From an optimization exercise on the open Yosys and OpenROAD flow, aimed at small area, a short achievable clock period and few clock cycles; shortcuts taken in it are not production practice.
Only the layout flow was run in this run; the RTL was not checked for function there.

==> config.mk <==
export PLATFORM = sky130hd
export DESIGN_NAME = blk_quant
export DESIGN_NICKNAME = blk_quant
export VERILOG_FILES = /design/flow/design.v
export SDC_FILE = /design/flow/constraint.sdc
export NUM_CORES = 4
export LEC_CHECK = 0
export CAP_MARGIN = 20
export CELL_PAD_IN_SITES_DETAIL_PLACEMENT = 2
export CELL_PAD_IN_SITES_GLOBAL_PLACEMENT = 4
export CORE_MARGIN = 2
export CORE_UTILIZATION = 30
export SLEW_MARGIN = 20
==> constraint.sdc <==
create_clock -name core_clock -period 22.0 [get_ports {clk}]
set_input_delay 4.4000 -clock core_clock [delete_from_list [all_inputs] [get_ports {clk}]]
set_output_delay 4.4000 -clock core_clock [all_outputs]
set_load 0.01 [all_outputs]
==> design.v <==
module blk_quant (
    input  wire          clk,
    input  wire          rst,
    input  wire          in_valid,
    output wire          in_ready,
    input  wire [1:0]    in_fmt,       
    input  wire [1023:0] in_x,         
    output wire          out_valid,
    output wire [7:0]    out_scale,
    output wire [255:0]  out_elem,     
    output wire          out_invalid,
    output wire          out_overflow
);
    assign in_ready = 1'b1;
    reg  [7:0]  emax_c;
    reg         inv_c;
    reg         nz_c;
    reg  [479:0] pk_c;
    integer i;
    always @(*) begin
        emax_c = 8'd0;
        inv_c  = 1'b0;
        nz_c   = 1'b0;
        for (i = 0; i < 32; i = i + 1) begin
            if (in_x[32*i+23 +: 8] > emax_c) emax_c = in_x[32*i+23 +: 8];
            if (in_x[32*i+23 +: 8] == 8'hFF) inv_c = 1'b1;
            if (in_x[32*i +: 31] != 31'd0) nz_c = 1'b1;
        end
    end
    genvar g;
    generate
        for (g = 0; g < 32; g = g + 1) begin : pack
            wire [31:0] x   = in_x[32*g +: 32];
            wire        sub = (x[30:23] == 8'd0);
            assign pk_c[15*g +: 15] = {x[31], sub,
                                       sub ? {1'b0, x[18:12]} : x[30:23],
                                       x[22:19],
                                       (|x[11:0]) | (~sub & (|x[18:12]))};
        end
    endgenerate
    reg         v_r;
    reg  [1:0]  fmt_r;
    reg  [7:0]  emax_r;
    reg         inv_r;
    reg         nz_r;
    reg  [479:0] pk_r;
    always @(posedge clk) begin
        if (rst) v_r <= 1'b0;
        else     v_r <= in_valid;
        fmt_r  <= in_fmt;
        emax_r <= emax_c;
        inv_r  <= inv_c;
        nz_r   <= nz_c;
        pk_r   <= pk_c;
    end
    reg  [3:0] emx;      
    reg  [3:0] bias;
    reg  [1:0] mb;
    reg  [6:0] cmax;
    always @(*) begin
        case (fmt_r)
            2'd0:    begin emx = 4'd2; bias = 4'd1; mb = 2'd1; cmax = 7'd7;   end
            2'd1:    begin emx = 4'd4; bias = 4'd3; mb = 2'd2; cmax = 7'd31;  end
            2'd2:    begin emx = 4'd2; bias = 4'd1; mb = 2'd3; cmax = 7'd31;  end
            default: begin emx = 4'd8; bias = 4'd7; mb = 2'd3; cmax = 7'd126; end
        endcase
    end
    wire [8:0] sd = {1'b0, emax_r} - {5'd0, emx};
    wire [7:0] S  = sd[8] ? 8'd0 : sd[7:0];
    wire signed [9:0] T = $signed({2'b0, S}) - $signed({6'd0, bias});
    assign out_valid    = v_r;
    assign out_scale    = inv_r ? 8'hFF : (nz_r ? S : 8'd127);
    assign out_invalid  = inv_r;
    wire [31:0] clampv;
    assign out_overflow = ~inv_r & (|clampv);
    generate
        for (g = 0; g < 32; g = g + 1) begin : lane
            wire [14:0] p    = pk_r[15*g +: 15];
            wire        sgn  = p[14];
            wire        sub  = p[13];
            wire [7:0]  fld  = p[12:5];
            wire [3:0]  w    = p[4:1];
            wire        st   = p[0];
            wire [11:0] sig  = {~sub, w, sub ? fld[6:0] : 7'd0};
            wire [8:0]  e    = sub ? 9'd1 : {1'b0, fld};
            wire signed [9:0] Ee = $signed({1'b0, e}) - T;
            reg  [3:0]  lz;
            reg  signed [9:0] Ek;
            reg  [4:0]  sh;
            reg  signed [9:0] shf;
            reg  [3:0]  q;
            reg         gb;
            reg         sb;
            reg  [7:0]  ct;
            reg  [7:0]  c;
            reg         clamp;
            integer     k;
            always @(*) begin
                if (!sub)          lz = 4'd0;
                else if (sig[10])  lz = 4'd1;
                else if (sig[9])   lz = 4'd2;
                else if (sig[8])   lz = 4'd3;
                else if (sig[7])   lz = 4'd4;
                else if (sig[6])   lz = 4'd5;
                else if (sig[5])   lz = 4'd6;
                else if (sig[4])   lz = 4'd7;
                else               lz = 4'd8;
                Ek = Ee - $signed({6'd0, lz});
                if (Ek >= 10'sd1)
                    shf = 10'sd10 - $signed({8'd0, mb}) - $signed({6'd0, lz});
                else
                    shf = 10'sd11 - $signed({8'd0, mb}) - Ee;
                sh = (shf > 10'sd12) ? 5'd12 : shf[4:0];
                q  = sig >> (sh + 5'd1);
                gb = (sh <= 5'd11) ? sig[sh] : 1'b0;
                sb = st;
                for (k = 0; k < 12; k = k + 1)
                    if (k < sh) sb = sb | sig[k];
                if (Ek >= 10'sd1)
                    ct = ({Ek[7:0] - 8'd1} << mb) + {4'd0, q};
                else
                    ct = {4'd0, q};
                c = ct + {7'd0, gb & (sb | q[0])};
                clamp = (c > {1'b0, cmax});
                if (clamp) c = {1'b0, cmax};
            end
            assign clampv[g] = clamp;
            assign out_elem[8*g +: 8] = inv_r ? 8'd0 :
                                        (fmt_r == 2'd0) ? {4'd0, sgn, c[2:0]} :
                                        (fmt_r == 2'd3) ? {sgn, c[6:0]} :
                                                          {2'd0, sgn, c[4:0]};
        end
    endgenerate
endmodule
==> run.sh <==
#!/bin/bash
# synth_recipe.tcl (not shown) runs the flow's synth.tcl, then flattens the netlist and writes it again
# the make line also repeats each setting of config.mk as NAME=value (left out here)
make -C /OpenROAD-flow-scripts/flow DESIGN_CONFIG=/design/flow/config.mk WORK_HOME=/design/flow/orfs CLKGATE_MAP_FILE= SYNTH_SCRIPT=/design/flow/synth_recipe.tcl finish
==> impl_results.html <==
<table>
<tr><th>Metric</th><th>Value</th></tr>
<tr><th colspan="2">Logic synthesis</th></tr>
<tr><td>Post-Synthesis Cell Area</td><td>105,000 um2</td></tr>
<tr><td>Average cell area after synthesis</td><td>6.99 um2</td></tr>
<tr><td>Number of library cell types mapped by synthesis</td><td>approximately 130</td></tr>
<tr><td>Flop and latch count out of synthesis</td><td>493</td></tr>
<tr><td>Async SR Flop Fraction</td><td>0%</td></tr>
<tr><td>Top cells by area in the synthesized netlist</td><td>sky130_fd_sc_hd__ha_1, sky130_fd_sc_hd__dfxtp_1, sky130_fd_sc_hd__a21oi_1, sky130_fd_sc_hd__nand2_1, sky130_fd_sc_hd__nor2_1</td></tr>
<tr><td>Dominant cell by count in the synthesized netlist</td><td>sky130_fd_sc_hd__nand2_1</td></tr>
<tr><td>Count of flip-flops with a built-in enable after synthesis</td><td>0</td></tr>
<tr><td>Dominant register cell in the synthesized netlist</td><td>sky130_fd_sc_hd__dfxtp_1</td></tr>
<tr><td>Most frequent cells after synthesis</td><td>sky130_fd_sc_hd__nand2_1, sky130_fd_sc_hd__nor2_1, sky130_fd_sc_hd__a21oi_1</td></tr>
<tr><td>Number of synthesis warnings</td><td>33</td></tr>
<tr><td>Synth Instances</td><td>15,100</td></tr>
<tr><td>Sequential-to-total area share from yosys stat</td><td>9.37%</td></tr>
<tr><td>Area share of the largest cell type after synthesis</td><td>between 10% and 20%</td></tr>
<tr><td>Largest area contributor in the netlist</td><td>sky130_fd_sc_hd__ha_1</td></tr>
<tr><th colspan="2">Worst setup path</th></tr>
<tr><td>Critical path arrival</td><td>58.64 ns</td></tr>
<tr><td>Start point of the critical path</td><td>in_x[24]</td></tr>
<tr><td>Endpoint of the worst setup timing path</td><td>emax_r[7]</td></tr>
<tr><td>Max Fanout on Critical Path</td><td>10</td></tr>
<tr><td>Critical path's largest stage delay</td><td>0.49 ns</td></tr>
<tr><td>Start-to-end type of the worst setup path</td><td>in2reg</td></tr>
<tr><td>Required time at the endpoint of the critical path</td><td>roughly 23 ns</td></tr>
<tr><td>CP Capture Type</td><td>flop</td></tr>
<tr><td>CP startpoint kind</td><td>primary input</td></tr>
<tr><td>Cell repeated most along the worst path</td><td>sky130_fd_sc_hd__buf_4</td></tr>
<tr><td>Slowest-stage cell, CP</td><td>sky130_fd_sc_hd__or4_4</td></tr>
<tr><th colspan="2">Placement</th></tr>
<tr><td>Instance count after placement with tap cells included</td><td>21,500</td></tr>
<tr><td>Number of buffer cells added on primary ports</td><td>1,295</td></tr>
<tr><td>Final weighted congestion in routability-driven placement</td><td>0.961</td></tr>
<tr><td>DPL Wire Length</td><td>507,000 um</td></tr>
<tr><th colspan="2">Final layout</th></tr>
<tr><td>Footprint of the multi-input gates</td><td>~93,000 um2</td></tr>
<tr><td>Final-stage net count</td><td>slightly below 20,000</td></tr>
<tr><td>Number of fill cells</td><td>about 41,000</td></tr>
<tr><td>Relative area change from synthesis to final layout</td><td>31.8%</td></tr>
<tr><td>Final cell count without fillers</td><td>approximately 22,000</td></tr>
<tr><td>Layout cells sized above 1</td><td>between 10% and 20%</td></tr>
<tr><td>Sequential standard cell area</td><td>9880 um2</td></tr>
<tr><th colspan="2">STA</th></tr>
<tr><td>RSZ-0062 raised after global routing</td><td>yes</td></tr>
<tr><td>Sum of negative setup slack</td><td>-286.97 ns</td></tr>
<tr><td>Setup violation total in the final timing report</td><td>8</td></tr>
<tr><td>Transition at the pin with the smallest max-transition slack</td><td>1.21 ns</td></tr>
<tr><td>Final number of hold-violating endpoints</td><td>0</td></tr>
<tr><td>Final worst slack</td><td>-35.92 ns</td></tr>
<tr><td>Slew headroom</td><td>18.8%</td></tr>
<tr><td>Max Freq</td><td>17.3 MHz</td></tr>
<tr><td>Final critical path time including I/O delays and setup</td><td>57.92 ns</td></tr>
<tr><td>Max-slew violation total from the final report</td><td>0</td></tr>
<tr><td>Final worst path period share</td><td>263%</td></tr>
<tr><th colspan="2">Die</th></tr>
<tr><td>Height of the chip</td><td>596 um</td></tr>
<tr><td>DIE AREA</td><td>356,000 um2</td></tr>
<tr><td>Horizontal die dimension</td><td>596 um</td></tr>
<tr><td>I/O pins</td><td>1,297</td></tr>
<tr><td># rows</td><td>217</td></tr>
<tr><td>Starting density of the core</td><td>30.1%</td></tr>
<tr><td>Placeable core region</td><td>around 350,000 um2</td></tr>
<tr><th colspan="2">GRT</th></tr>
<tr><td>Initial antenna violation count</td><td>69</td></tr>
<tr><td>Wire length of the first global-routing pass</td><td>896,000 um</td></tr>
<tr><td>Vias in the first global route</td><td>between 100k and 150k</td></tr>
<tr><td>Pin count of the biggest net entering global routing</td><td>96</td></tr>
<tr><td>Overall fraction of global-route tracks in use</td><td>roughly 33%</td></tr>
<tr><td>GRT overflow</td><td>0</td></tr>
<tr><th colspan="2">Clock network</th></tr>
<tr><td>Worst-path clk slew</td><td>0.05 ns</td></tr>
<tr><td>Clock tree from TritonCTS</td><td>built</td></tr>
<tr><td>Number of clock sinks</td><td>~490</td></tr>
<tr><td>CTS Buf Count</td><td>81</td></tr>
<tr><td>Htree depth</td><td>3</td></tr>
<tr><td>Max Root-Sink Buffers</td><td>4</td></tr>
<tr><td>Clock Root Buffer</td><td>sky130_fd_sc_hd__clkbuf_16</td></tr>
<tr><th colspan="2">Job</th></tr>
<tr><td>Max-cap violations</td><td>0</td></tr>
<tr><th colspan="2">Drt</th></tr>
<tr><td>Drc violations</td><td>0</td></tr>
<tr><td>Routed length per instance</td><td>28.3 um</td></tr>
<tr><td>Vias after detailed routing</td><td>126,000</td></tr>
<tr><td>First-iteration detailed-routing DRC count</td><td>7,101</td></tr>
<tr><td>Routed wire length</td><td>619,000 um</td></tr>
<tr><td>Final antenna-violating net count</td><td>0</td></tr>
<tr><td>Average via count per standard cell</td><td>roughly 5.8</td></tr>
<tr><td>DRT Pass-1 Iters</td><td>5</td></tr>
<tr><th colspan="2">Hold path</th></tr>
<tr><td>Class of the tightest hold or removal check</td><td>in2reg</td></tr>
<tr><th colspan="2">Run status</th></tr>
<tr><td>Layout check fault list</td><td>negative setup slack</td></tr>
<tr><td>Run status</td><td>finished with violations</td></tr>
</table>
## per-stage QoR
stage / area [um2] / hold WS [ns] / setup slack [ns] / utilization (%)
final: 139000 / 3.93 / -35.92 / 39.7
after global routing: 139000 / 3.93 / -38.63 / 39.7
after CTS: 136000 / 3.92 / -35.84 / 39.0
after detailed placement: 131000 / 4.85 / -39.36 / 37.6
after global placement: 131000 / 4.85 / -35.13 / 37.5
after floorplan: 106000 / 4.43 / -33.45 / -
## state kept, by name (all words and copies together), names as in the netlist
| register | flops |
|---|---|
| inv_r | 1 |
| pk_r | 480 |
| emax_r | 8 |
| v_r | 1 |
| fmt_r | 2 |
| nz_r | 1 |
## critical path: cells and delay by family
kind,cells,cell delay (ns)
multiplexers,19,5.22
AO/OA/AOI/OAI,123,22.05
buffers and inverters,57,6.59
adder cells (fa/ha/maj),31,7.55
AND/OR/NAND/NOR,88,12.72
## logic make-up after synthesis
kind of cell / Yosys count / synth area share (%)
AND/OR/NAND/NOR: 5582 / 25.2
AO/OA/AOI/OAI: 4243 / 26.0
buffers and inverters: 1639 / 5.86
adder cells (fa/ha/maj): 1396 / 17.7
XOR/XNOR: 1172 / 9.76
multiplexers: 532 / 6.07
flip-flops: 493 / 9.37
other: 2 / 0.00713
## cell usage in the layout (no fill, tap or decap), types with 246 or more instances in the layout
cell type,count
sky130_fd_sc_hd__xor2_1,518
sky130_fd_sc_hd__nor3_1,303
sky130_fd_sc_hd__nor2b_1,402
sky130_fd_sc_hd__nand2_1,1591
sky130_fd_sc_hd__dfxtp_1,490
sky130_fd_sc_hd__nand3_1,345
sky130_fd_sc_hd__xnor2_1,615
sky130_fd_sc_hd__o21ai_0,714
sky130_fd_sc_hd__a21o_1,557
sky130_fd_sc_hd__a211oi_1,288
sky130_fd_sc_hd__clkdlybuf4s50_1,1275
sky130_fd_sc_hd__ha_1,1119
sky130_fd_sc_hd__buf_4,1219
sky130_fd_sc_hd__a21oi_1,1226
sky130_fd_sc_hd__mux2i_1,294
sky130_fd_sc_hd__nor2_1,1529
sky130_fd_sc_hd__inv_1,988
sky130_fd_sc_hd__nor4_1,246
## cell type report
cell class / count / share of cell area, %
repair buffers: 2555 / 16.5
diodes: 39 / 0.0703
clock buffers: 100 / 1.61
multi-input cells: 13000 / 67.3
well taps: 4599 / 4.15
inverters: 1077 / 2.97
flip-flops and latches: 493 / 7.12
clock inverters: 41 / 0.318
## repair_timing
action	4_1_cts	5_1_grt
hold buffers	0	0
resized for setup	253	364
gates cloned	6	1
pin swaps	126	155
endpoints found under the setup margin	25	88
buffers inserted	139	84
## how the worst min path moves through the flow
stage                endpoint      start  cells past startpoint
finish               pk_r[12]   in_x[30]                      2
CTS                 pk_r[239]  in_x[511]                      1
global placement     fmt_r[1]  in_fmt[1]                      1
global route         pk_r[12]   in_x[30]                      2
floorplan            fmt_r[0]  in_fmt[0]                      0
detailed placement  pk_r[404]  in_x[863]                      1
## per-layer routing
| layer | GRT usage, % | share of wire (%) | vias up |
|---|---|---|---|
| li1 | - | - | 58200 |
| met1 | 41.2 | 43 | 63900 |
| met2 | 56.9 | 48 | 2856 |
| met5 | 0 | 0.014 | - |
| met3 | 3.15 | 4.0 | 855 |
| met4 | 15.9 | 5.4 | 12 |

==> what the ideal ports hide <==
How much do the figures lean on ideal ports? The routed layout below was timed once more, with nothing changed but the port constraints. Step 1 assumes that a clkbuf_16 drives the clock port and a buf_2 every other input. Step 2 also shifts input and output timing later by t, the mid clock arrival at the registers, as if the neighbouring blocks saw the same clock. Three values: ideal ports, drivers, drivers and shift; two values: the first two.
t (ns): 0.947
slack for setup (ns): -35.917 / -35.835 / -36.782
slew at the worst register clock pin (ns): 0.07 / 0.07
worst slew at a driven data input, ns: 0.51
For this run, drivers alone change the setup slack by +0.082 ns; drivers and shift together by -0.865 ns.
